This is an optimization exercise on Yosys and OpenROAD, whose aim is small area, a short achievable clock period and few clock cycles per item, not a production implementation.

==> flow/design.v (excerpt) <==
module gcm_pipe (
    input  wire         clk,
    input  wire         rst,
    input  wire         start,
    output wire         start_ready,
    input  wire [255:0] key,
    input  wire [9:0]   circuit,
    input  wire [63:0]  frame_count,
    input  wire         epoch,
    input  wire         link_role,
    input  wire [19:0]  len_bytes,
    input  wire         in_valid,
    output wire         in_ready,
    input  wire [127:0] in_data,
    output wire         out_valid,
    input  wire         out_ready,
    output wire [127:0] out_data,
    output wire         out_last
);
    localparam [1:0] J_NONE = 2'd0, J_H = 2'd1, J_CTR = 2'd2, J_J0 = 2'd3;
    reg         sr;                  
    reg         sr_p;                
    reg [255:0] key_r;
    reg [9:0]   circ;
    reg [63:0]  fc;
    reg         lr, ep;
    reg [19:0]  len_r;
    reg         nz_r;                
    wire        accept = start && sr;
  ...
Size: roughly 17000 cells after synthesis, ~620 I/O pins.
==> flow/config.mk <==
export PLATFORM = sky130hd
export DESIGN_NAME = gcm_pipe
export DESIGN_NICKNAME = gcm_pipe
export VERILOG_FILES = /design/flow/design.v
export SDC_FILE = /design/flow/constraint.sdc
export NUM_CORES = 8
export LEC_CHECK = 0
export ABC_AREA = 1
export CAP_MARGIN = 20
export CORE_MARGIN = 2
export CORE_UTILIZATION = 42
export PLACE_DENSITY = 0.52
export SETUP_SLACK_MARGIN = 5
export SLEW_MARGIN = 20
==> flow/constraint.sdc <==
create_clock -name core_clock -period 10.0 [get_ports {clk}]
set_input_delay 2.0000 -clock core_clock [delete_from_list [all_inputs] [get_ports {clk}]]
set_output_delay 2.0000 -clock core_clock [all_outputs]
set_load 0.01 [all_outputs]
standard.sh (not shown) runs the stock make flow with config.mk's settings and CLKGATE_MAP_FILE= SYNTH_SCRIPT=/design/flow/synth_recipe.tcl, a recipe that flattens the netlist after the stock synthesis.
==> flow/flow/run.sh <==
#!/bin/bash
# Own layout flow: the standard flow (standard.sh), with two changes:
#  - Yosys's final technology mapping (its abc call) uses flow/abc.script, an
#    area-oriented ABC script, in place of ORFS's. That step does not touch
#    the registers, so they are the standard synthesis's, with the same names.
#  - timing repair aims at a setup slack of 6.5 ns rather than 5 ns
#    (SETUP_SLACK_MARGIN), so the layout is pushed below a 5 ns period.
# Logs: synth.log (synthesis), layout.log (floorplan to final layout); ORFS's
# own logs are in orfs/logs.
set -euo pipefail
W=$(pwd)
cat > "$W/own_synth.tcl" <<EOF
proc abc {args} {
  set i [lsearch -exact \$args -script]
  if {\$i >= 0} {
    set args [lreplace \$args [expr {\$i + 1}] [expr {\$i + 1}] $W/flow/abc.script]
  }
  puts "own flow: abc \$args"
  yosys abc {*}\$args
}
source $W/synth_recipe.tcl
EOF
sed "s#$W/synth_recipe.tcl#$W/own_synth.tcl#g; s/SETUP_SLACK_MARGIN=5 /SETUP_SLACK_MARGIN=6.5 /" standard.sh > own_standard.sh
grep -q own_synth.tcl own_standard.sh
grep -q "SETUP_SLACK_MARGIN=6.5 " own_standard.sh
bash own_standard.sh synth > synth.log 2>&1
grep -q "own flow: abc -script $W/flow/abc.script" orfs/logs/*/gcm_pipe/base/1_2_yosys.log
bash own_standard.sh > layout.log 2>&1
==> flow/flow/abc.script <==
&get -n
&st
&dch
&nf
&put
buffer -c
topo
stime -c
upsize -c
dnsize -c
Rerun with:
--- a/flow/design.v
+++ b/flow/design.v
@@ -390,15 +390,15 @@
     input  wire [127:0] din,      
     output wire [127:0] res       
 );
     reg  [351:0] p_a, p_b;        
     reg  [127:0] a_q, b_q;        
     reg  [127:0] ka, kb;
     reg  [31:0]  lw;
-    reg  [15:0]  km;
+    reg  [87:0]  km;
     wire [351:0] p_a_d, p_b_d;
     wire [127:0] a_out, b_out, a_unused;
     aes_half1             u_a1 (.s(b_q), .h(p_a_d));
     aes_half2 #(.LAST(0)) u_a2 (.h(p_a), .rk(ka), .y(a_out), .yl(a_unused));
     aes_half1             u_b1 (.s(a_q), .h(p_b_d));
     aes_half2 #(.LAST(1)) u_b2 (.h(p_b), .rk(kb), .y(b_out), .yl(res));
     function [7:0] rcon;
@@ -409,21 +409,21 @@
             3'd2: rcon = 8'h04;
             3'd3: rcon = 8'h08;
             3'd4: rcon = 8'h10;
             3'd5: rcon = 8'h20;
             default: rcon = 8'h40;
         endcase
     endfunction
-    wire [15:0]  km_d;
+    wire [87:0]  km_d;
     wire [31:0]  kx_sub;
     genvar g;
     generate
         for (g = 0; g < 4; g = g + 1) begin : g_ksb
-            aes_sbox_p1 u_k1 (.a(lw[31-8*g -: 8]), .m(km_d[15-4*g -: 4]));
-            aes_sbox_p2 u_k2 (.a(lw[31-8*g -: 8]), .m(km[15-4*g -: 4]), .y(kx_sub[31-8*g -: 8]));
+            aes_sbox_p1t u_k1 (.a(lw[31-8*g -: 8]), .m(km_d[69-22*g -: 4]), .t(km_d[87-22*g -: 18]));
+            aes_sbox_p2t u_k2 (.m(km[69-22*g -: 4]), .t(km[87-22*g -: 18]), .y(kx_sub[31-8*g -: 8]));
         end
     endgenerate
     wire [31:0]  kx_t = c_toa ? kx_sub : ({kx_sub[23:0], kx_sub[31:24]} ^ {rcon(c_rc), 24'd0});
     wire [127:0] kx_old = c_k0 ? key[255:128] : (c_toa ? ka : kb);
     wire [31:0]  o0 = kx_old[127:96];
     wire [31:0]  o1 = o0 ^ kx_old[95:64];
     wire [31:0]  o2 = o1 ^ kx_old[63:32];
@@ -688,16 +688,15 @@
             h_r   <= head_ks;
             len_g <= len_r;
         end
         if (accept)
             nz_r <= (n_blk == 17'd0);
         out_r <= out_r ^ (ir     ? (((in_data ^ head_ks) & keep_mask) ^ out_r)
                         : tag_ld ? ((acc ^ head_ks) ^ out_r) : 128'd0);
-        if (take_in || tag_ld)
-            ol <= tag_ld;
+        ol    <= tag_ld || (ol && !take_in);
         if (take_in)
             c_last <= head_l;
         jn  <= jn_n;
         jnz <= (jn_n != 17'd0);
         j1  <= (jn_n == 17'd1);
         if (rst) begin
             sr       <= 1'b1;
Outcome: Routed wire length falls by 5.6%. Fmax stays flat. Setup slack degrades by 0.0036 ns. Synthesized cell count rises by 0.49%. Utilization drops by 1.4 points. Global-route usage goes down by 2.1 points. Sequential share of layout area grows by 1.6 points.
Function was not checked in any run of this note: the RTL went through the layout flow alone.

==> what the ideal ports hide <==
No port has a modelled driver above. Below, the same layouts with a new extraction and two added sets of constraints. Step 1 (the two cells are an assumption about what drives the block):
set clk [get_ports {clk}]
set_driving_cell -lib_cell sky130_fd_sc_hd__clkbuf_16 $clk
set_driving_cell -lib_cell sky130_fd_sc_hd__buf_2 [delete_from_list [all_inputs] $clk]
Step 2 moves the port delays by t, midway between the first and last clock arrival at a register: inputs arrive t later, outputs are due t later. That takes back most of the time a late clock gives input paths. Slacks: no drivers / after step 1 / after step 2; pairs: no drivers / after step 1.
| run | t, ns | setup slack, ns | worst setup path after step 2 | worst register clock-pin slew, ns |
|---|---|---|---|---|
| the first run | 1.095 | 6.236 / 6.106 / 5.366 | input to register | 0.07 / 0.07 |
| the second run | 1.088 | 6.232 / 6.104 / 5.016 | input to register | 0.07 / 0.07 |
After both steps every run listed still meets setup and hold. The setup slack of the second run, which loses most, moves by -0.128 ns with the drivers and by -1.216 ns with both steps.
